Background: an optimization exercise with open tools, aiming at small area, a short achievable clock period and few clock cycles. Do not read the settings as production practice.
In this exercise RTL edits were held to simulation tests only and were not proved equivalent to the original.

==> flow/design.v, too long to show whole: its modules and the start of the top module <==
// module d8_mul12: 469 lines
// module d8_mul12h: 447 lines
// module d8_keep: 519 lines
// module d8_expand: 30 lines
// module d8_blend: 175 lines
module d8_blend (
    input  wire        clk,
    input  wire        rst,         
    input  wire        in_valid,
    output wire        in_ready,
    input  wire        in_first,    
    input  wire        in_last,     
    input  wire [29:0] in_bg,       
    input  wire        in_lay,      
    input  wire        in_solid,    
    input  wire [2:0]  in_fmt,      
    input  wire [1:0]  in_mode,     
    input  wire [11:0] in_pa,       
    input  wire [31:0] in_pix,      
    output reg         out_valid,
    input  wire        out_ready,
    output reg  [29:0] out_pix      
);
  // ...
==> flow/flow/run.sh <==
#!/bin/bash
# Own layout flow: the standard flow, with the timing repair aiming for a
# tighter setup margin than the design's 25 ns clock asks for, so that the
# achieved period shrinks. Constraints (clock period, I/O delays) unchanged.
export SETUP_SLACK_MARGIN=18.6
bash standard.sh > standard.log 2>&1
==> flow/standard.sh <==
#!/bin/bash
# synth_recipe.tcl (not shown) runs the flow's synth.tcl, then flattens the netlist and writes it again
# the make line also repeats each setting of config.mk as NAME=value (left out here)
make -C /OpenROAD-flow-scripts/flow DESIGN_CONFIG=/design/flow/config.mk WORK_HOME=/design/flow/orfs CLKGATE_MAP_FILE= SYNTH_SCRIPT=/design/flow/synth_recipe.tcl "${@:-finish}"
==> flow/config.mk <==
export PLATFORM = sky130hd
export DESIGN_NAME = d8_blend
export DESIGN_NICKNAME = d8_blend
export VERILOG_FILES = /design/flow/design.v
export SDC_FILE = /design/flow/constraint.sdc
export NUM_CORES = 4
export LEC_CHECK = 0
export ABC_AREA = 1
export CAP_MARGIN = 20
export CORE_MARGIN = 2
export CORE_UTILIZATION = 55
export SLEW_MARGIN = 20
==> flow/constraint.sdc <==
create_clock -name core_clock -period 25.0 [get_ports {clk}]
set_input_delay 5.0000 -clock core_clock [delete_from_list [all_inputs] [get_ports {clk}]]
set_output_delay 5.0000 -clock core_clock [all_outputs]
set_load 0.01 [all_outputs]
==> flow_metrics.py, run 1 <==
metrics = {
    "finish": {
        "layout.non_clock_buffers": 388,
        "finalCoreUtilization": 0.6649,
        "final_cell_mix": "sky130_fd_sc_hd__nand2_1 (1,184), sky130_fd_sc_hd__inv_1 (893), sky130_fd_sc_hd__edfxtp_1 (392)",
        "antenna_cell_count": 0,
        "clockNetworkAreaShare": 0.03045,
        "registers.top_by_ff_count": "s0_pix",
    },
    "yosys": {
        "postSynth.topFlopCell": "sky130_fd_sc_hd__edfxtp_1",
        "synth_largest_area_cell": "sky130_fd_sc_hd__edfxtp_1",
        "post_synth.cell_area_avg_um2": 7.760,
        "multiplexer_fraction_of_the_synthesized_cell_area": 0,
        "yosys.area_share.xor_xnor": 0.02853,
        "synthDistinctLibCells": 62,
        "post-synth-top-count-cell": "sky130_fd_sc_hd__nand2_1",
        "count_of_mapped_cells_out_of_synthesis": 5720,
    },
    "sta": {
        "clock.fmax_mhz": 153.0,
        "hold_viol": 0,
        "layout_min_cycle_time_ns": 6.534,
        "rsz_0062_raised_after_global_routing": "true",
    },
    "die": {
        "core_region_area_um2": 80160,
        "floorplan.die.height_um": 288.1,
        "core.rowCount": 104,
    },
    "global_routing": {
        "busiest_layer": "met2",
        "met3_usage": 0.06458,
        "grt_pass1_vias": 39381,
        "groute.layer.met1.usage": 0.4635,
    },
    "status": {
        "run_status": "timing/DRC/antenna clean",
    },
    "clock_tree": {
        "clock_insertion_delay_worst_skew_ns": 0.64,
        "post-cts-setup-buffers": 93,
        "cts.path.max_buffers": 3,
    },
    "drt": {
        "dr_wl_met3_um": 14140,
        "number_of_detailed_routing_iterations_run_before_antenna_repair": 7,
        "postRouteAntennaNets": 0,
        "drt_iter0_markers": 4762,
    },
    "placement": {
        "placement.setup.worst_slack_ns": 17.27,
        "hpwlAfterDp_um": 108000,
    },
    "setup_path": {
        "critPathCaptureType": "flop",
        "rr_startpoint": "s2_inv3[8]",
        "endpoint": "dst_r[9]",
    },
    "min_path": {
        "hold_end": "s1_bg[10]",
    },
}
Testbench counts, summed over its fixed seeds: cycles 74,862.
==> run 2, diff against run 1 <==
==> flow/flow/run.sh (replaced) <==
#!/bin/bash
# Own layout flow: the standard flow, with the timing repair aiming for a
# tighter setup margin than the design's 25 ns clock asks for, so that the
# achieved period shrinks. Constraints (clock period, I/O delays) unchanged.
export SETUP_SLACK_MARGIN=18.8
bash standard.sh > standard.log 2>&1
==> run 2 against run 1 <==
Net effect: still clean on timing, DRC and antenna; count of clock-buffer cells in the layout shrank 8; global-route usage grew 0.26 points; synthesized cell count is the same; via count grew 2.0%; first-iteration DRC count grew 18%; register-to-register slack gained 0.10 ns; flip-flop and latch count is the same; critical path type unchanged.
==> flow_metrics.py, run 2 <==
metrics = {
    "die": {
        "die_x_um": 288.1,
        "design.portCount": 119,
        "core.rowCount": 104,
        "initial_core_utilization": 0.5538,
        "floorplan.die.height_um": 288.1,
        "core_region_area_um2": 80160,
        "fp.dieArea_um2": 82990,
    },
    "clock_tree": {
        "cts.path.max_buffers": 3,
        "clock_insertion_delay_worst_skew_ns": 0.61,
        "inserted_clock_buffers": 46,
        "cts_tree": "yes",
        "clk_root_buffer_cell": "sky130_fd_sc_hd__clkbuf_16",
        "clock_tree.htree_level_count": 2,
        "clk_transition_reported_paths_ns": 0.06,
        "numClockSinks": 398,
    },
    "status": {
        "run_status": "timing/DRC/antenna clean",
    },
    "setup_path": {
        "crit_path_start_kind": "flop",
        "cpPeakStageDelay_ns": 0.61,
        "path_common_cell": "sky130_fd_sc_hd__nand2_1",
        "crit_required_ns": 25.36,
        "timing_worst_setup_path_type": "flop to flop",
        "critical_path_arrival_ns": 6.79,
        "critPathCaptureType": "flop",
        "worst-path-max-fanout": 11,
        "cp_slowest_cell": "sky130_fd_sc_hd__fa_1",
    },
    "drt": {
        "via_per_inst": 6.056,
        "number_of_detailed_routing_iterations_run_before_antenna_repair": 9,
        "routed_wire_length_um": 153600,
        "avgRoutedWirePerCell_um": 21.51,
        "vias": 43261,
        "postRouteAntennaNets": 0,
        "drt_iter0_markers": 5608,
        "drc": 0,
    },
    "sta": {
        "final.setup.worst_slack_ns": 18.57,
        "rsz_0062_raised_after_global_routing": "true",
        "setup_total_negative_slack_ns": 0,
        "max_slew.worst_pin.slew_ns": 1.045,
        "clock.fmax_mhz": 155.4,
        "layout_min_cycle_time_ns": 6.434,
        "hold_viol": 0,
        "relSlewSlack": 0.3008,
        "holdWs_ns": 0.4105,
        "setup_viol_count_final": 0,
        "final.setup_skew_ns": 0.03165,
        "timing.final.max_slew_violations": 0,
        "finalCritPeriodShare": 0.2574,
    },
    "yosys": {
        "synthArstFlopShare": 0,
        "synth_largest_area_cell": "sky130_fd_sc_hd__edfxtp_1",
        "mappedNetlistArea_um2": 44390,
        "count_of_mapped_cells_out_of_synthesis": 5720,
        "synthDistinctLibCells": 62,
        "synth_area_leaders": "sky130_fd_sc_hd__edfxtp_1 (27%), sky130_fd_sc_hd__fa_1 (14%), sky130_fd_sc_hd__nand2_1 (11%)",
        "post_synth.cell_area_avg_um2": 7.760,
        "synth-edff-count": 392,
        "synth_sequential_area_ratio": 0.2679,
        "post-synth-top-count-cell": "sky130_fd_sc_hd__nand2_1",
        "synthesis.nets": 6438,
        "ys.warnings.count": 1,
        "ys_top_cells_by_count": "sky130_fd_sc_hd__nand2_1 (1,312), sky130_fd_sc_hd__inv_1 (949), sky130_fd_sc_hd__nor2_1 (432), sky130_fd_sc_hd__edfxtp_1 (392), sky130_fd_sc_hd__a21oi_1 (379)",
        "synth-seq-cells": 398,
        "synth.top_cell.area_share": 0.2652,
        "postSynth.topFlopCell": "sky130_fd_sc_hd__edfxtp_1",
    },
    "global_routing": {
        "initial_antenna_violation_count": 2,
        "groute.layer.met1.usage": 0.4690,
        "groute.usage.overall": 0.3484,
        "grt_first_pass_wirelength_um": 226400,
        "grt_use_met2": 0.5423,
        "grt_pass1_vias": 40509,
        "globalRoute.totalOverflow": 0,
        "met3_usage": 0.05998,
        "grt_max_degree": 80,
        "busiest_layer": "met2",
    },
    "finish": {
        "layout.cells.non_filler": 7143,
        "design_area_um2": 55190,
        "largest_register_ffs": 32,
        "seq_area_um2": 11900,
        "multiInputGateArea_um2": 32400,
        "post_route_cells_drive_above_1_share": 0.2232,
        "registers.top_by_ff_count": "s0_pix",
        "num-nets-final": 6763,
        "finalCoreUtilization": 0.6886,
        "most_common_cell_after_layout_fill_and_taps_aside": "sky130_fd_sc_hd__nand2_1",
        "fillerInstances": 6549,
        "area.growth.synth_to_final_pct": 24.34,
        "final_cell_mix": "sky130_fd_sc_hd__nand2_1 (1,110), sky130_fd_sc_hd__inv_1 (876), sky130_fd_sc_hd__edfxtp_1 (392)",
    },
    "placement": {
        "numPlacedInstances": 6722,
        "placed_cell_area_um2": 46360,
        "place.port_buffers": 118,
        "gp_congestion": 0.9735,
        "placement.setup.worst_slack_ns": 17.04,
        "hpwlAfterDp_um": 107200,
    },
    "min_path": {
        "timing.hold.worst.class": "flop to flop",
    },
    "run": {
        "max_cap_viol_count": 0,
    },
}
==> run 2: cell counts after synthesis <==
Identical to the previous run, type by type.
==> run 2: final cells by class <==
cell class                      instances  share of cell area
Inverter                              987             0.06975
Multi-Input combinational cell       4131              0.5870
Tap cell                             1060             0.02403
Timing Repair inverter                  4           0.0005441
Sequential cell                       398              0.2155
Clock buffer                           52             0.02126
Antenna cell                            2          0.00009068
Timing Repair Buffer                  477             0.07628
Clock inverter                         32            0.005486
==> run 2: worst max-delay path, delay by kind of cell, from the launching register on <==
family          cells  cell delay [ns]
compound gates      5             0.66
fa+ha+maj           6             2.51
buf+inv             6             0.61
flops               1             0.60
simple gates       16             1.83
==> run 2: worst paths after layout <==
path / startpoint / depth (start not counted) / slack, ns / to
setup reg to reg: dst_r[6] / 33 / 18.57 / r1_pix[29]
hold / removal: s0_bg[29] / 0 / 0.41 / s1_bg[29]
hold reg to reg: s0_bg[29] / 0 / 0.41 / s1_bg[29]
setup / recovery: dst_r[6] / 33 / 18.57 / r1_pix[29]
==> run 2: routing by layer <==
metal | vias up | wire (um)
li1 | 19856 | -
met1 | 20125 | 61270
met2 | 2580 | 69160
met3 | 700 | 14130
met4 | 0 | 9072
met5 | - | 0
==> run 2: repair_timing <==
| action | 4_1_cts | 5_1_grt |
|---|---|---|
| cloned | 7 | 7 |
| buffers inserted | 135 | 186 |
| hold buffers | 0 | 0 |
| pin swaps | 122 | 314 |
| endpoints found under the setup margin | 161 | 140 |
| endpoints found under the hold margin | 0 | 0 |
| gates resized for setup | 606 | 707 |
==> run 2: kinds of logic (layout without fill, tap and decap cells) <==
| kind of cell | after synthesis | in the layout | share of synthesized area |
|---|---|---|---|
| AO/OA/AOI/OAI | 1033 | 1033 | 0.1495 |
| XOR/XNOR | 139 | 139 | 0.02853 |
| adder cells (fa/ha/maj) | 631 | 631 | 0.2291 |
| buffers and inverters | 1197 | 1552 | 0.1031 |
| flip-flops | 398 | 398 | 0.2679 |
| other | 0 | 2 | 0 |
| AND/OR/NAND/NOR | 2322 | 2328 | 0.2219 |
==> run 3, diff against run 2 <==
==> flow/flow/run.sh (replaced) <==
#!/bin/bash
# Own layout flow: the standard flow, with the timing repair aiming for a
# tighter setup margin than the design's 25 ns clock asks for, so that the
# achieved period shrinks. Constraints (clock period, I/O delays) unchanged.
export SETUP_SLACK_MARGIN=18.3
bash standard.sh > standard.log 2>&1
==> run 3 against run 2 <==
Net effect: fmax decreased by 3.7%; flip-flop and latch count unchanged.
==> flow_metrics.py, run 3 <==
metrics = {
    "drt": {
        "avgRoutedWirePerCell_um": 20.64,
        "vias": 41471,
        "drt_iter0_markers": 4881,
        "number_of_detailed_routing_iterations_run_before_antenna_repair": 10,
        "postRouteAntennaNets": 0,
        "routed_wire_length_um": 143600,
        "drc": 0,
        "via_per_inst": 5.960,
    },
    "min_path": {
        "timing.hold.worst.class": "flop to flop",
        "hold_depth": 0,
    },
    "setup_path": {
        "timing.critical_path.max_delay_family": "buffers and inverters",
        "wp_depth": 1,
        "cpPeakStageDelay_ns": 0.58,
        "crit_path_start_kind": "flop",
        "critPathCaptureType": "primary output",
        "cp_cell_sequence": "clkdlybuf4s50_1",
        "ff2ff_path_depth": 34,
        "crit_required_ns": 20.00,
        "worstPathBufferInverterCount": 1,
        "critical_path_arrival_ns": 1.68,
        "cp_slowest_cell": "sky130_fd_sc_hd__clkdlybuf4s50_1",
        "timing_worst_setup_path_type": "flop to primary output",
        "worst-path-max-fanout": 1,
    },
    "sta": {
        "rsz_0062_raised_after_global_routing": "true",
        "layout_min_cycle_time_ns": 6.684,
        "relSlewSlack": 0.3311,
        "holdWs_ns": 0.4070,
        "setup_viol_count_final": 0,
        "finalCritPeriodShare": 0.2674,
        "timing.final.max_slew_violations": 0,
        "hold_viol": 0,
        "clock.fmax_mhz": 149.6,
        "max_slew.worst_pin.slew_ns": 1.003,
        "setup_total_negative_slack_ns": 0,
        "final.setup_skew_ns": 0.04304,
    },
    "finish": {
        "largest_register_ffs": 32,
        "post_route_cells_drive_above_1_share": 0.1087,
        "antenna_cell_count": 0,
        "area.growth.synth_to_final_pct": 14.19,
        "registers.top_by_ff_count": "s0_pix",
        "num-nets-final": 6577,
        "final_cell_mix": "sky130_fd_sc_hd__nand2_1 (1,254), sky130_fd_sc_hd__inv_1 (924), sky130_fd_sc_hd__edfxtp_1 (392)",
        "most_common_cell_after_layout_fill_and_taps_aside": "sky130_fd_sc_hd__nand2_1",
    },
    "yosys": {
        "synth-seq-cells": 398,
        "count_of_mapped_cells_out_of_synthesis": 5720,
        "synth.top_cell.area_share": 0.2652,
        "synthesis.nets": 6438,
        "mappedNetlistArea_um2": 44390,
        "synthDistinctLibCells": 62,
        "postSynth.topFlopCell": "sky130_fd_sc_hd__edfxtp_1",
        "post_synth.cell_area_avg_um2": 7.760,
        "post-synth-top-count-cell": "sky130_fd_sc_hd__nand2_1",
        "synth_largest_area_cell": "sky130_fd_sc_hd__edfxtp_1",
        "ys_top_cells_by_count": "sky130_fd_sc_hd__nand2_1 (1,312), sky130_fd_sc_hd__inv_1 (949), sky130_fd_sc_hd__nor2_1 (432), sky130_fd_sc_hd__edfxtp_1 (392), sky130_fd_sc_hd__a21oi_1 (379)",
        "synthArstFlopShare": 0,
        "synth_area_leaders": "sky130_fd_sc_hd__edfxtp_1 (27%), sky130_fd_sc_hd__fa_1 (14%), sky130_fd_sc_hd__nand2_1 (11%)",
        "synth-edff-count": 392,
        "synth_sequential_area_ratio": 0.2679,
        "ys.warnings.count": 1,
    },
    "clock_tree": {
        "clk_transition_reported_paths_ns": 0.07,
        "cts_hold_repair_buffers": 0,
        "clk_root_buffer_cell": "sky130_fd_sc_hd__clkbuf_16",
        "numClockSinks": 398,
        "inserted_clock_buffers": 47,
        "cts.path.max_buffers": 3,
        "cts_tree": "yes",
        "clock_tree.htree_level_count": 2,
        "clock_insertion_delay_worst_skew_ns": 0.62,
    },
    "global_routing": {
        "initial_antenna_violation_count": 1,
        "globalRoute.totalOverflow": 0,
        "groute.usage.overall": 0.3370,
        "grt_max_degree": 176,
        "grt_pass1_vias": 39077,
        "grt_first_pass_wirelength_um": 218600,
    },
    "die": {
        "core_region_area_um2": 80160,
        "fp.dieArea_um2": 82990,
        "design.portCount": 119,
        "floorplan.die.height_um": 288.1,
        "initial_core_utilization": 0.5538,
        "die_x_um": 288.1,
        "core.rowCount": 104,
    },
    "status": {
        "run_status": "timing/DRC/antenna clean",
    },
    "placement": {
        "hpwlAfterDp_um": 106700,
        "gp_congestion": 0.9865,
        "place.port_buffers": 118,
    },
    "run": {
        "max_cap_viol_count": 0,
    },
}
[run 3: through the flow]
stage               worst slack [ns]  instance area [um^2]    util  instances
floorplan                      17.47                 44410       -       5720
detailed placement             17.23                 46370  0.5785       6726
global route                   18.16                 50690  0.6324       6958
global placement               17.25                 46370  0.5785       6726
finish                         18.32                 50690  0.6324       6958
CTS                            18.29                 48750  0.6082       6853
[run 3: layer usage]
metal  wire length, um  up-vias  global-route usage
met5                13        -                   0
met1             59270    19166              0.4580
met4              7511        2              0.1416
met3             12950      534             0.05349
met2             63860     2314              0.5362
li1                  -    19455                   -
[run 3: final cells by class]
cell class,count,area (um^2)
clock inverters,37,447.9
multi-input cells,4129,29390
clock buffers,51,1191
repair buffers,294,2610
flip-flops and latches,398,11900
inverters,987,3814
repair inverters,2,15.01
well taps,1060,1326
fillers,7114,29470
[run 3: worst register-to-register path, delay by kind of cell (launching register included)]
kind                     cells  cell delay, ns
buffers and inverters        7            1.00
XOR/XNOR                     2            0.51
flip-flops                   1            0.50
AO/OA/AOI/OAI                5            0.65
AND/OR/NAND/NOR             15            1.77
adder cells (fa/ha/maj)      5            1.88
[run 3: cells by family (layout without fill, tap and decap cells)]
logic type                 count (synthesis)  after routing  synth area share
adders and majority gates                631            631            0.2291
and+or+nand+nor                         2322           2326            0.2219
xor gates and xnor gates                 139            139           0.02853
DFF                                      398            398            0.2679
buffers and inverters                   1197           1371            0.1031
AOI/OAI and AO/OA                       1033           1033            0.1495
[run 3: path summary, 6_finish.rpt]
kind                    from  slack, ns         end
setup / recovery  out_pix[8]      18.32  out_pix[8]
setup reg to reg  s2_inv3[8]      18.45  r1_pix[20]
hold reg to reg    s0_bg[17]       0.41   s1_bg[17]
hold / removal     s0_bg[17]       0.41   s1_bg[17]
[run 3: timing repair]
| item | 4_1_cts | 5_1_grt |
|---|---|---|
| pin swaps | 5 | 45 |
| endpoints found under the setup margin | 124 | 125 |
| setup buffers | 37 | 100 |
| gates resized for setup | 128 | 270 |
| hold endpoints to repair | 0 | 0 |
| cloned | 2 | 5 |
==> run 4, diff against run 3 <==
==> flow/flow/run.sh (replaced) <==
#!/bin/bash
# Own layout flow: the standard flow, with the timing repair aiming for a
# tighter setup margin than the design's 25 ns clock asks for, so that the
# achieved period shrinks. Constraints (clock period, I/O delays) unchanged.
export SETUP_SLACK_MARGIN=18.0
bash standard.sh > standard.log 2>&1
==> run 4 against run 3 <==
Net effect: still clean; fmax decreased by 1.9%; die area did not move; count of clock-buffer cells in the layout grew 15; critical endpoint is now in_ready; highest routed layer unchanged.
==> flow_metrics.py, run 4 <==
metrics = {
    "status": {
        "run_status": "timing/DRC/antenna clean",
    },
    "finish": {
        "fillerInstances": 7337,
        "num-nets-final": 6533,
        "final_cell_mix": "sky130_fd_sc_hd__nand2_1 (1,273), sky130_fd_sc_hd__inv_1 (933), sky130_fd_sc_hd__nor2_1 (398)",
        "design_area_um2": 49680,
        "area.growth.synth_to_final_pct": 11.93,
        "layout.cells.non_filler": 6913,
        "registers.top_by_ff_count": "s0_pix",
        "antenna_cell_count": 0,
        "largest_register_ffs": 32,
        "multiInputGateArea_um2": 28730,
        "post_route_cells_drive_above_1_share": 0.08252,
        "seq_area_um2": 11900,
        "most_common_cell_after_layout_fill_and_taps_aside": "sky130_fd_sc_hd__nand2_1",
    },
    "sta": {
        "layout_min_cycle_time_ns": 6.816,
        "relSlewSlack": 0.3063,
        "hold_viol": 0,
        "setup_total_negative_slack_ns": 0,
        "finalCritPeriodShare": 0.2726,
        "holdWs_ns": 0.4126,
        "setup_viol_count_final": 0,
        "rsz_0062_raised_after_global_routing": "true",
        "final.setup_skew_ns": 0.02195,
        "max_slew.worst_pin.slew_ns": 1.037,
        "timing.final.max_slew_violations": 0,
        "clock.fmax_mhz": 146.7,
    },
    "yosys": {
        "postSynth.topFlopCell": "sky130_fd_sc_hd__edfxtp_1",
        "synth.top_cell.area_share": 0.2652,
        "synth_largest_area_cell": "sky130_fd_sc_hd__edfxtp_1",
        "synth_area_leaders": "sky130_fd_sc_hd__edfxtp_1 (27%), sky130_fd_sc_hd__fa_1 (14%), sky130_fd_sc_hd__nand2_1 (11%)",
        "post-synth-top-count-cell": "sky130_fd_sc_hd__nand2_1",
        "synth-edff-count": 392,
        "synthArstFlopShare": 0,
        "synth_sequential_area_ratio": 0.2679,
        "ys_top_cells_by_count": "sky130_fd_sc_hd__nand2_1 (1,312), sky130_fd_sc_hd__inv_1 (949), sky130_fd_sc_hd__nor2_1 (432), sky130_fd_sc_hd__edfxtp_1 (392), sky130_fd_sc_hd__a21oi_1 (379)",
        "post_synth.cell_area_avg_um2": 7.760,
        "count_of_mapped_cells_out_of_synthesis": 5720,
        "synth-seq-cells": 398,
        "mappedNetlistArea_um2": 44390,
        "synthesis.nets": 6438,
        "synthDistinctLibCells": 62,
        "ys.warnings.count": 1,
    },
    "setup_path": {
        "timing.critical_path.max_delay_family": "buffers and inverters",
        "worstSetupStartpoint": "adv",
        "crit_required_ns": 20.00,
        "timing_worst_setup_path_type": "flop to primary output",
        "critical_path_arrival_ns": 1.82,
        "rr_startpoint": "s0_ca[4]",
        "cp_cell_sequence": "clkdlybuf4s50_1",
        "worstPathBufferInverterCount": 1,
        "crit_path_start_kind": "flop",
        "worst-path-max-fanout": 25,
        "cp_slowest_cell": "sky130_fd_sc_hd__clkdlybuf4s50_1",
        "critPathCaptureType": "primary output",
        "wp_depth": 1,
        "ff2ff_path_depth": 32,
        "timing.reg2reg.setup_slack_ns": 18.36,
        "r2r_end": "s1_f[1]",
        "cpPeakStageDelay_ns": 0.61,
    },
    "clock_tree": {
        "inserted_clock_buffers": 48,
        "clock_tree.htree_level_count": 2,
        "clk_root_buffer_cell": "sky130_fd_sc_hd__clkbuf_16",
        "cts_tree": "yes",
        "clk_transition_reported_paths_ns": 0.06,
        "clock_insertion_delay_worst_skew_ns": 0.61,
        "cts_hold_repair_buffers": 0,
        "cts.path.max_buffers": 3,
        "numClockSinks": 398,
    },
    "global_routing": {
        "grt_first_pass_wirelength_um": 221400,
        "grt_pass1_vias": 39058,
        "groute.usage.overall": 0.3415,
        "grt_max_degree": 154,
        "globalRoute.totalOverflow": 0,
        "initial_antenna_violation_count": 1,
    },
    "run": {
        "max_cap_viol_count": 0,
    },
    "die": {
        "floorplan.die.height_um": 288.1,
        "design.portCount": 119,
        "die_x_um": 288.1,
        "fp.dieArea_um2": 82990,
        "core.rowCount": 104,
        "core_region_area_um2": 80160,
        "initial_core_utilization": 0.5538,
    },
    "drt": {
        "avgRoutedWirePerCell_um": 20.85,
        "drc": 0,
        "postRouteAntennaNets": 0,
        "routed_wire_length_um": 144100,
        "drt_iter0_markers": 4584,
        "via_per_inst": 5.946,
        "number_of_detailed_routing_iterations_run_before_antenna_repair": 9,
        "vias": 41106,
    },
    "min_path": {
        "hold_end": "s1_bg[18]",
        "hold_depth": 0,
        "timing.hold.worst.class": "flop to flop",
        "timing.hold.worst.start": "s0_bg[18]",
    },
    "placement": {
        "gp_congestion": 0.9932,
        "place.port_buffers": 118,
        "hpwlAfterDp_um": 108600,
        "placed_cell_area_um2": 46360,
        "numPlacedInstances": 6727,
    },
}
[run 4: how the worst max path moves through the flow]
stage	slack, ns	end
floorplan	17.47	in_ready
global placement	17.33	r1_pix[6]
detailed placement	17.21	r1_pix[6]
CTS	18.01	dst_r[10]
global route	17.95	s1_f[1]
finish	18.18	in_ready
[run 4: area by class of cell]
type | count | area share
clock buffer | 66 | 0.02715
sequential | 398 | 0.2394
inverter | 987 | 0.07603
clock inverter | 22 | 0.006094
tap | 1060 | 0.02669
timing repair buffer | 252 | 0.04611
timing repair inverter | 2 | 0.0002518
multi-input combinational | 4126 | 0.5783
[run 4: cells by family after synthesis]
group | share of synthesized area
AND/OR/NAND/NOR | 0.2219
XOR/XNOR | 0.02853
adder cells (fa/ha/maj) | 0.2291
buffers and inverters | 0.1031
AO/OA/AOI/OAI | 0.1495
flip-flops | 0.2679
[run 4: through the flow]
stage / worst slack [ns] / utilization
floorplan: 17.47 / -
CTS: 18.01 / 0.6027
global route: 17.95 / 0.6198
finish: 18.18 / 0.6198
detailed placement: 17.21 / 0.5784
global placement: 17.33 / 0.5784
[run 4: layer usage]
layer  global-route usage  vias to the layer above  share of wire
met3              0.06038                      509          0.091
li1                     -                    19358              -
met4               0.1437                        2          0.049
met2               0.5404                     2217           0.44
met1               0.4623                    19020           0.42
met5                    0                        -        0.00012
[run 4: repair_timing]
| item | CTS | global route |
|---|---|---|
| cloned | 1 | 2 |
| setup buffers | 17 | 78 |
| pin swaps | 0 | 25 |
| gates resized for setup | 47 | 195 |
| setup endpoints to repair | 110 | 123 |
==> run 5, diff against run 4 <==
--- a/flow/config.mk
+++ b/flow/config.mk
@@ -9,4 +9,6 @@
 export CAP_MARGIN = 20
 export CORE_MARGIN = 2
 export CORE_UTILIZATION = 55
+export CTS_CLUSTER_DIAMETER = 100
+export CTS_CLUSTER_SIZE = 30
 export SLEW_MARGIN = 20
==> run 5 against run 4 <==
Net effect: worst setup slack got worse by 0.051 ns; fmax fell by 0.75%; first-iteration DRC count rose by 4.0%; critical endpoint unchanged; still clean on timing, DRC and antenna; highest routed layer unchanged.
==> flow_metrics.py, run 5 <==
metrics = {
    "status": {
        "run_status": "timing/DRC/antenna clean",
    },
    "drt": {
        "route.layer.met1.wl_um": 59640,
        "via_per_inst": 5.950,
        "vias": 40784,
        "routed_wire_length_um": 143300,
        "number_of_detailed_routing_iterations_run_before_antenna_repair": 9,
        "avgRoutedWirePerCell_um": 20.90,
        "postRouteAntennaNets": 0,
        "drc": 0,
        "dr_wl_met3_um": 12990,
        "top_layer": "met5",
        "drt_iter0_markers": 4769,
        "met2WireLength_um": 63850,
    },
    "setup_path": {
        "timing_worst_setup_path_type": "flop to primary output",
        "critical_path_arrival_ns": 1.87,
        "critPathCaptureType": "primary output",
        "cp_slowest_cell": "sky130_fd_sc_hd__dfxtp_4",
        "cp_cell_sequence": "clkdlybuf4s50_1",
        "crit_required_ns": 20.00,
        "timing.critical_path.max_delay_family": "flip-flops",
        "worst-path-max-fanout": 25,
        "worstPathBufferInverterCount": 1,
        "crit_path_start_kind": "flop",
        "cpPeakStageDelay_ns": 0.63,
    },
    "placement": {
        "placed_cell_area_um2": 46360,
        "gp_congestion": 0.9932,
        "place.port_buffers": 118,
        "hpwlAfterDp_um": 108600,
    },
    "clock_tree": {
        "clk_root_buffer_cell": "sky130_fd_sc_hd__clkbuf_16",
        "inserted_clock_buffers": 24,
        "numClockSinks": 398,
        "cts_hold_repair_buffers": 0,
        "cts.path.max_buffers": 3,
        "clock_insertion_delay_worst_skew_ns": 0.62,
        "cts_tree": "yes",
        "clock_tree.htree_level_count": 1,
        "clk_transition_reported_paths_ns": 0.11,
    },
    "yosys": {
        "ys_top_cells_by_count": "sky130_fd_sc_hd__nand2_1 (1,312), sky130_fd_sc_hd__inv_1 (949), sky130_fd_sc_hd__nor2_1 (432), sky130_fd_sc_hd__edfxtp_1 (392), sky130_fd_sc_hd__a21oi_1 (379)",
        "mappedNetlistArea_um2": 44390,
        "synth_sequential_area_ratio": 0.2679,
        "ys.warnings.count": 1,
        "synth_area_leaders": "sky130_fd_sc_hd__edfxtp_1 (27%), sky130_fd_sc_hd__fa_1 (14%), sky130_fd_sc_hd__nand2_1 (11%)",
        "synthDistinctLibCells": 62,
        "synthesis.nets": 6438,
        "synth-edff-count": 392,
        "post-synth-top-count-cell": "sky130_fd_sc_hd__nand2_1",
        "post_synth.cell_area_avg_um2": 7.760,
        "synth-seq-cells": 398,
        "synth.top_cell.area_share": 0.2652,
        "synth_largest_area_cell": "sky130_fd_sc_hd__edfxtp_1",
        "synthArstFlopShare": 0,
        "postSynth.topFlopCell": "sky130_fd_sc_hd__edfxtp_1",
        "count_of_mapped_cells_out_of_synthesis": 5720,
    },
    "finish": {
        "registers.top_by_ff_count": "s0_pix",
        "fillerInstances": 7369,
        "finalCoreUtilization": 0.6103,
        "final_cell_mix": "sky130_fd_sc_hd__nand2_1 (1,273), sky130_fd_sc_hd__inv_1 (934), sky130_fd_sc_hd__nor2_1 (397)",
        "design_area_um2": 48920,
        "largest_register_ffs": 32,
        "antenna_cell_count": 0,
        "most_common_cell_after_layout_fill_and_taps_aside": "sky130_fd_sc_hd__nand2_1",
        "num-nets-final": 6497,
        "post_route_cells_drive_above_1_share": 0.07646,
        "area.growth.synth_to_final_pct": 10.21,
    },
    "sta": {
        "max_slew.worst_pin.slew_ns": 1.031,
        "clock.fmax_mhz": 145.6,
        "timing.final.max_slew_violations": 0,
        "hold_viol": 0,
        "setup_total_negative_slack_ns": 0,
        "finalCritPeriodShare": 0.2747,
        "setup_viol_count_final": 0,
        "final.setup_skew_ns": 0.03111,
        "layout_min_cycle_time_ns": 6.867,
        "rsz_0062_raised_after_global_routing": "false",
        "relSlewSlack": 0.3099,
    },
    "global_routing": {
        "groute.usage.overall": 0.3387,
        "globalRoute.totalOverflow": 0,
        "grt_first_pass_wirelength_um": 220200,
        "grt_pass1_vias": 38759,
        "initial_antenna_violation_count": 1,
        "grt_max_degree": 154,
    },
    "die": {
        "fp.dieArea_um2": 82990,
        "initial_core_utilization": 0.5538,
        "core.rowCount": 104,
        "design.portCount": 119,
        "die_x_um": 288.1,
        "floorplan.die.height_um": 288.1,
        "core_region_area_um2": 80160,
    },
    "run": {
        "max_cap_viol_count": 0,
    },
    "min_path": {
        "timing.hold.worst.class": "flop to flop",
    },
}
[run 5: cell types whose count changed in the layout (fill, tap and decap cells not counted), sizes merged]
cell	previous run	this run
clkinvlp	13	12
bufinv	5	1
dlymetal6s2s	3	2
inv	961	964
clkbuf	66	24
buf	134	122
clkinv	32	29
clkdlybuf4s50	115	116
[run 5: worst paths after layout]
check                  from          to  slack (ns)  cells after the start
setup reg to reg   dst_g[8]  r1_pix[15]       18.34                     31
setup / recovery        adv    in_ready       18.13                      1
hold / removal    s0_bg[22]   s1_bg[22]        0.43                      0
hold reg to reg   s0_bg[22]   s1_bg[22]        0.43                      0
[run 5: logic make-up (layout without fill, tap and decap cells)]
family | count (synthesis) | count (layout) | synth area share
AOI/OAI and AO/OA | 1033 | 1033 | 0.1495
xor gates and xnor gates | 139 | 139 | 0.02853
DFF | 398 | 398 | 0.2679
and+or+nand+nor | 2322 | 2323 | 0.2219
buffers and inverters | 1197 | 1270 | 0.1031
adders and majority gates | 631 | 631 | 0.2291
[run 5: cell type report]
type | count | area (um^2) | area share
Inverter | 987 | 3782 | 0.07732
Timing Repair inverter | 2 | 12.51 | 0.0002558
Sequential cell | 398 | 11900 | 0.2432
Multi-Input combinational cell | 4126 | 28740 | 0.5875
Clock buffer | 24 | 600.6 | 0.01228
Timing Repair Buffer | 240 | 2232 | 0.04563
Tap cell | 1060 | 1326 | 0.02711
Clock inverter | 17 | 327.8 | 0.006701
[run 5: layer usage]
metal  global-route usage  up-vias
met5                    0        -
met4               0.1378        2
met3              0.05420      490
met2               0.5379     2134
met1               0.4625    18899
li1                     -    19259
[run 5: metrics by stage]
step / worst slack [ns] / cells / hold slack (ns)
floorplan: 17.47 / 5720 / 0.4003
global placement: 17.33 / 6727 / 0.4008
detailed placement: 17.21 / 6727 / 0.4045
global route: 17.97 / 6854 / 0.4390
finish: 18.13 / 6854 / 0.4256
CTS: 18.00 / 6786 / 0.4292
[run 5: repair_timing]
action / in CTS / in global routing
cloned: 1 / 2
setup buffers: 17 / 66
setup endpoints to repair: 114 / 122
resized for setup: 49 / 192
pin swaps: 0 / 23
==> run 6, diff against run 5 <==
==> flow/flow/run.sh (replaced) <==
#!/bin/bash
# Own layout flow: the standard flow, with the timing repair aiming for a
# tighter setup margin than the design's 25 ns clock asks for, so that the
# achieved period shrinks. Constraints (clock period, I/O delays) unchanged.
export SETUP_SLACK_MARGIN=18.3
bash standard.sh > standard.log 2>&1
==> run 6 against run 5 <==
Net effect: via count increased by 1.5%; first-iteration DRC count up 3.3%; clock skew decreased by 0.0090 ns; register-to-register slack improved by 0.25 ns; routed wire length down 0.42%; worst setup slack better by 0.17 ns; sequential share of layout area down 0.56 points; count of clock-buffer cells in the layout stayed put; critical path type unchanged.
==> flow_metrics.py, run 6 <==
metrics = {
    "setup_path": {
        "ff2ff_path_depth": 33,
        "worst-path-max-fanout": 1,
        "cpPeakStageDelay_ns": 0.59,
        "rr_startpoint": "s2_inv[3]",
        "worstSetupStartpoint": "out_pix[8]",
        "endpoint": "out_pix[8]",
        "critical_path_arrival_ns": 1.70,
        "timing.reg2reg.setup_slack_ns": 18.59,
        "crit_path_start_kind": "flop",
        "cp_slowest_cell": "sky130_fd_sc_hd__clkdlybuf4s50_1",
        "timing.critical_path.max_delay_family": "buffers and inverters",
        "wp_depth": 1,
        "crit_required_ns": 20.00,
        "cp_cell_sequence": "clkdlybuf4s50_1",
        "timing_worst_setup_path_type": "flop to primary output",
        "r2r_end": "r1_pix[20]",
        "critPathCaptureType": "primary output",
        "worstPathBufferInverterCount": 1,
    },
    "yosys": {
        "postSynth.topFlopCell": "sky130_fd_sc_hd__edfxtp_1",
        "post_synth.cell_area_avg_um2": 7.760,
        "synth_area_leaders": "sky130_fd_sc_hd__edfxtp_1 (27%), sky130_fd_sc_hd__fa_1 (14%), sky130_fd_sc_hd__nand2_1 (11%)",
        "ys_top_cells_by_count": "sky130_fd_sc_hd__nand2_1 (1,312), sky130_fd_sc_hd__inv_1 (949), sky130_fd_sc_hd__nor2_1 (432), sky130_fd_sc_hd__edfxtp_1 (392), sky130_fd_sc_hd__a21oi_1 (379)",
        "ys.warnings.count": 1,
        "count_of_mapped_cells_out_of_synthesis": 5720,
        "synth-seq-cells": 398,
        "synth_largest_area_cell": "sky130_fd_sc_hd__edfxtp_1",
        "post-synth-top-count-cell": "sky130_fd_sc_hd__nand2_1",
        "synth_sequential_area_ratio": 0.2679,
        "synthDistinctLibCells": 62,
        "mappedNetlistArea_um2": 44390,
        "synth-edff-count": 392,
        "synthArstFlopShare": 0,
        "synthesis.nets": 6438,
        "synth.top_cell.area_share": 0.2652,
    },
    "finish": {
        "final_cell_mix": "sky130_fd_sc_hd__nand2_1 (1,257), sky130_fd_sc_hd__inv_1 (923), sky130_fd_sc_hd__edfxtp_1 (392)",
        "antenna_cell_count": 0,
        "num-nets-final": 6555,
        "registers.top_by_ff_count": "s0_pix",
        "area.growth.synth_to_final_pct": 12.78,
        "largest_register_ffs": 32,
        "layout.cells.non_filler": 6914,
        "post_route_cells_drive_above_1_share": 0.1054,
        "most_common_cell_after_layout_fill_and_taps_aside": "sky130_fd_sc_hd__nand2_1",
        "fillerInstances": 7176,
    },
    "run": {
        "max_cap_viol_count": 0,
    },
    "clock_tree": {
        "clk_transition_reported_paths_ns": 0.10,
        "clock_tree.htree_level_count": 1,
        "cts.path.max_buffers": 3,
        "numClockSinks": 398,
        "cts_tree": "yes",
        "clock_insertion_delay_worst_skew_ns": 0.61,
        "inserted_clock_buffers": 24,
        "clk_root_buffer_cell": "sky130_fd_sc_hd__clkbuf_16",
    },
    "sta": {
        "finalCritPeriodShare": 0.2679,
        "final.setup_skew_ns": 0.02207,
        "holdWs_ns": 0.4227,
        "setup_total_negative_slack_ns": 0,
        "layout_min_cycle_time_ns": 6.698,
        "hold_viol": 0,
        "relSlewSlack": 0.3182,
        "rsz_0062_raised_after_global_routing": "true",
        "timing.final.max_slew_violations": 0,
        "max_slew.worst_pin.slew_ns": 1.023,
        "setup_viol_count_final": 0,
        "clock.fmax_mhz": 149.3,
    },
    "drt": {
        "vias": 41407,
        "routed_wire_length_um": 142700,
        "drt_iter0_markers": 4926,
        "postRouteAntennaNets": 0,
        "drc": 0,
        "number_of_detailed_routing_iterations_run_before_antenna_repair": 7,
        "avgRoutedWirePerCell_um": 20.63,
        "via_per_inst": 5.989,
    },
    "global_routing": {
        "grt_max_degree": 176,
        "grt_pass1_vias": 38770,
        "globalRoute.totalOverflow": 0,
        "groute.layer.met1.usage": 0.4550,
        "busiest_layer": "met2",
        "groute.usage.overall": 0.3332,
        "grt_first_pass_wirelength_um": 216500,
        "met3_usage": 0.04762,
        "grt_use_met2": 0.5353,
        "initial_antenna_violation_count": 1,
    },
    "placement": {
        "hpwlAfterDp_um": 106700,
        "gp_congestion": 0.9865,
        "numPlacedInstances": 6726,
        "place.port_buffers": 118,
    },
    "min_path": {
        "timing.hold.worst.class": "flop to flop",
    },
    "die": {
        "design.portCount": 119,
        "core_region_area_um2": 80160,
        "initial_core_utilization": 0.5538,
        "fp.dieArea_um2": 82990,
        "die_x_um": 288.1,
        "core.rowCount": 104,
        "floorplan.die.height_um": 288.1,
    },
    "status": {
        "run_status": "timing/DRC/antenna clean",
    },
}
run 6: cell types whose count changed in the layout (fill, tap and decap cells not counted), sizes merged:
cell	before	now
clkbuf	24	26
nand2	1345	1346
buf	122	177
nor2	448	449
clkdlybuf4s50	116	114
dlygate4sd2	0	3
dlymetal6s2s	2	0
inv	964	966
run 6: stage by stage:
step	setup slack [ns]	utilization	area (um^2)
detailed placement	17.23	0.5785	46370
floorplan	17.47	-	44410
global route	18.10	0.6245	50060
finish	18.30	0.6245	50060
global placement	17.25	0.5785	46370
CTS	18.28	0.5990	48010
run 6: metal layers:
layer  wire length (um)  share of wire
met3              12910          0.090
met1              58690           0.41
met4               7345          0.051
met5                 15        0.00011
met2              63710           0.45
run 6: kinds of logic (layout without fill, tap and decap cells):
logic type      count (synthesis)  in the layout  share of synthesized area
buf+inv                      1197           1328                     0.1031
fa+ha+maj                     631            631                     0.2291
flops                         398            398                     0.2679
compound gates               1033           1033                     0.1495
simple gates                 2322           2325                     0.2219
xor+xnor                      139            139                    0.02853
run 6: layout make-up:
class,instances,area (um^2),area share
tap,1060,1326,0.02649
timing repair buffer,296,2650,0.05294
timing repair inverter,2,12.51,0.0002499
inverter,987,3815,0.07620
sequential,398,11900,0.2376
multi-input combinational,4128,29430,0.5879
clock inverter,19,329.1,0.006573
clock buffer,24,600.6,0.01200
run 6: how the worst min path moves through the flow:
stage,from,to,cells past startpoint
floorplan,s0_bg[0],s1_bg[0],0
global placement,s0_bg[3],s1_bg[3],0
detailed placement,s0_bg[11],s1_bg[11],0
CTS,s0_bg[11],s1_bg[11],0
global route,s0_bg[28],s1_bg[28],0
finish,s0_bg[28],s1_bg[28],0
run 6: timing repair:
item / 4_1_cts / 5_1_grt
buffers inserted: 34 / 105
hold buffers: 0 / 0
endpoints found under the setup margin: 124 / 125
gates resized for setup: 130 / 275
pin swaps: 6 / 54
cloned: 2 / 4
==> run 7, diff against run 6 <==
==> flow/flow/run.sh (replaced) <==
#!/bin/bash
# Own layout flow: the standard flow, with the timing repair aiming for a
# tighter setup margin than the design's 25 ns clock asks for, so that the
# achieved period shrinks. Constraints (clock period, I/O delays) unchanged.
export SETUP_SLACK_MARGIN=18.15
bash standard.sh > standard.log 2>&1
==> run 7 against run 6 <==
Net effect: die area stayed put; non-clock buffer count decreased by 37; worst setup slack worse by 0.035 ns; register-to-register slack lost 0.31 ns; critical path depth unchanged; routed wire length rose by 0.27%; first-iteration DRC count shrank 0.73%; fmax decreased by 0.51%; sequential share of layout area up 0.34 points; hold slack improved by 0.0032 ns; largest cell class unchanged; highest routed layer is now met4.
==> flow_metrics.py, run 7 <==
metrics = {
    "yosys": {
        "synth-edff-count": 392,
        "synth_largest_area_cell": "sky130_fd_sc_hd__edfxtp_1",
        "synth_area_leaders": "sky130_fd_sc_hd__edfxtp_1 (27%), sky130_fd_sc_hd__fa_1 (14%), sky130_fd_sc_hd__nand2_1 (11%)",
        "synthesis.nets": 6438,
        "synth-seq-cells": 398,
        "synth_sequential_area_ratio": 0.2679,
        "mappedNetlistArea_um2": 44390,
        "ys_top_cells_by_count": "sky130_fd_sc_hd__nand2_1 (1,312), sky130_fd_sc_hd__inv_1 (949), sky130_fd_sc_hd__nor2_1 (432), sky130_fd_sc_hd__edfxtp_1 (392), sky130_fd_sc_hd__a21oi_1 (379)",
        "synth.top_cell.area_share": 0.2652,
        "count_of_mapped_cells_out_of_synthesis": 5720,
        "synthDistinctLibCells": 62,
        "ys.warnings.count": 1,
        "synthArstFlopShare": 0,
        "post-synth-top-count-cell": "sky130_fd_sc_hd__nand2_1",
        "postSynth.topFlopCell": "sky130_fd_sc_hd__edfxtp_1",
        "post_synth.cell_area_avg_um2": 7.760,
    },
    "drt": {
        "drt_iter0_markers": 4890,
        "routed_wire_length_um": 143100,
        "via_per_inst": 5.985,
        "drc": 0,
        "route.layer.met1.wl_um": 59330,
        "avgRoutedWirePerCell_um": 20.82,
        "postRouteAntennaNets": 0,
        "vias": 41132,
        "dr_wl_met3_um": 12940,
        "number_of_detailed_routing_iterations_run_before_antenna_repair": 7,
        "met2WireLength_um": 64360,
        "top_layer": "met4",
    },
    "clock_tree": {
        "clk_transition_reported_paths_ns": 0.11,
        "clock_insertion_delay_worst_skew_ns": 0.60,
        "inserted_clock_buffers": 23,
        "clock_tree.htree_level_count": 1,
        "cts_tree": "yes",
        "numClockSinks": 398,
        "clk_root_buffer_cell": "sky130_fd_sc_hd__clkbuf_16",
        "cts.path.max_buffers": 3,
    },
    "run": {
        "max_cap_viol_count": 0,
    },
    "global_routing": {
        "groute.usage.overall": 0.3360,
        "globalRoute.totalOverflow": 0,
        "grt_first_pass_wirelength_um": 218300,
        "grt_max_degree": 76,
        "initial_antenna_violation_count": 0,
        "grt_pass1_vias": 38475,
    },
    "finish": {
        "registers.top_by_ff_count": "s0_pix",
        "antenna_cell_count": 0,
        "area.growth.synth_to_final_pct": 11.19,
        "final_cell_mix": "sky130_fd_sc_hd__nand2_1 (1,262), sky130_fd_sc_hd__inv_1 (931), sky130_fd_sc_hd__nor2_1 (393)",
        "layout.cells.non_filler": 6872,
        "post_route_cells_drive_above_1_share": 0.08878,
        "largest_register_ffs": 32,
        "most_common_cell_after_layout_fill_and_taps_aside": "sky130_fd_sc_hd__nand2_1",
        "num-nets-final": 6515,
    },
    "sta": {
        "relSlewSlack": 0.3119,
        "finalCritPeriodShare": 0.2693,
        "rsz_0062_raised_after_global_routing": "true",
        "setup_total_negative_slack_ns": 0,
        "hold_viol": 0,
        "timing.final.max_slew_violations": 0,
        "holdWs_ns": 0.4260,
        "setup_viol_count_final": 0,
        "clock.fmax_mhz": 148.5,
        "final.setup_skew_ns": 0.02572,
        "max_slew.worst_pin.slew_ns": 1.029,
        "layout_min_cycle_time_ns": 6.733,
    },
    "die": {
        "floorplan.die.height_um": 288.1,
        "die_x_um": 288.1,
        "design.portCount": 119,
        "core.rowCount": 104,
        "initial_core_utilization": 0.5538,
        "fp.dieArea_um2": 82990,
        "core_region_area_um2": 80160,
    },
    "placement": {
        "gp_congestion": 0.9842,
        "place.port_buffers": 118,
        "numPlacedInstances": 6730,
        "hpwlAfterDp_um": 108200,
    },
    "setup_path": {
        "worst-path-max-fanout": 12,
        "timing.critical_path.max_delay_family": "buffers and inverters",
        "crit_required_ns": 20.00,
        "worstPathBufferInverterCount": 1,
        "cp_cell_sequence": "clkdlybuf4s50_1",
        "timing_worst_setup_path_type": "flop to primary output",
        "crit_path_start_kind": "flop",
        "critical_path_arrival_ns": 1.73,
        "cp_slowest_cell": "sky130_fd_sc_hd__clkdlybuf4s50_1",
        "critPathCaptureType": "primary output",
        "cpPeakStageDelay_ns": 0.59,
    },
    "min_path": {
        "timing.hold.worst.class": "flop to flop",
    },
    "status": {
        "run_status": "timing/DRC/antenna clean",
    },
}
## run 7: cell counts after synthesis
No cell type changed its count.
## run 7: timing repair
action / in CTS / in global routing
hold buffers: 0 / 0
endpoints found under the hold margin: 0 / 0
cloned: 1 / 2
pin swaps: 1 / 31
endpoints found under the setup margin: 122 / 128
gates resized for setup: 87 / 231
setup buffers: 15 / 84
## run 7: final cells by class
type | instances | area [um^2]
timing repair inverter | 2 | 12.51
sequential | 398 | 11900
timing repair buffer | 259 | 2296
tap | 1060 | 1326
clock buffer | 23 | 575.6
inverter | 987 | 3799
clock inverter | 17 | 290.3
fill | 7368 | 30800
multi-input combinational | 4126 | 29160
## run 7: routing by layer
| metal | GRT usage | vias to the layer above |
|---|---|---|
| met5 | 0 | - |
| met4 | 0.1256 | 0 |
| met2 | 0.5361 | 2173 |
| met1 | 0.4601 | 19192 |
| li1 | - | 19304 |
| met3 | 0.05539 | 463 |
## run 7: path summary, 6_finish.rpt
path,from,to,slack (ns),cells past startpoint
hold reg to reg,s0_bg[10],s1_bg[10],0.43,0
setup reg to reg,s2_inv[11],dst_r[11],18.28,38
setup / recovery,adv,in_ready,18.27,1
hold / removal,s0_bg[10],s1_bg[10],0.43,0
## run 7: cells by family (layout without fill, tap and decap cells)
group,count (synthesis),in the layout,synth area share
AO/OA/AOI/OAI,1033,1033,0.1495
XOR/XNOR,139,139,0.02853
adder cells (fa/ha/maj),631,631,0.2291
buffers and inverters,1197,1288,0.1031
flip-flops,398,398,0.2679
AND/OR/NAND/NOR,2322,2323,0.2219
## run 7: stage by stage
step           area, um^2  utilization  worst slack (ns)
4_1_cts             47630       0.5942             18.15
6_report            49350       0.6157             18.27
5_1_grt             49350       0.6157             18.05
3_5_place_dp        46370       0.5785             17.20
3_3_place_gp        46370       0.5785             17.31
2_1_floorplan       44400            -             17.47

==> what the ideal ports hide <==
The flow's constraints put no driver on any port. The routed layouts listed below were extracted and timed again, unchanged, in two steps.
Step 1: set_driving_cell puts a clkbuf_16 on clk and a buf_2 on each other input, an assumption about the parent block.
Step 2 times the ports against the registers' clock, not the clock port: input delays grow and output delays shrink by t, the midpoint of the rising clock arrivals with the driver on.
Three values: no drivers, after step 1, after step 2; two values: the first two.
run | t, ns | slack for setup (ns) | pins driven straight from the clock port
run 1 | 0.678 | 18.466 / 18.466 / 18.032 | 1
run 2 | 0.666 | 18.566 / 18.566 / 18.003 | 1
run 3 | 0.672 | 18.316 / 18.245 / 17.830 | 1
run 4 | 0.671 | 18.184 / 18.115 / 17.623 | 1
run 5 | 0.666 | 18.133 / 18.063 / 17.595 | 1
run 6 | 0.675 | 18.302 / 18.229 / 17.832 | 1
run 7 | 0.651 | 18.267 / 18.199 / 17.799 | 1
After both steps every run listed still meets setup and hold. For run 2, which loses most, drivers alone change the setup slack by 0.000 ns; drivers and shift together by -0.563 ns.
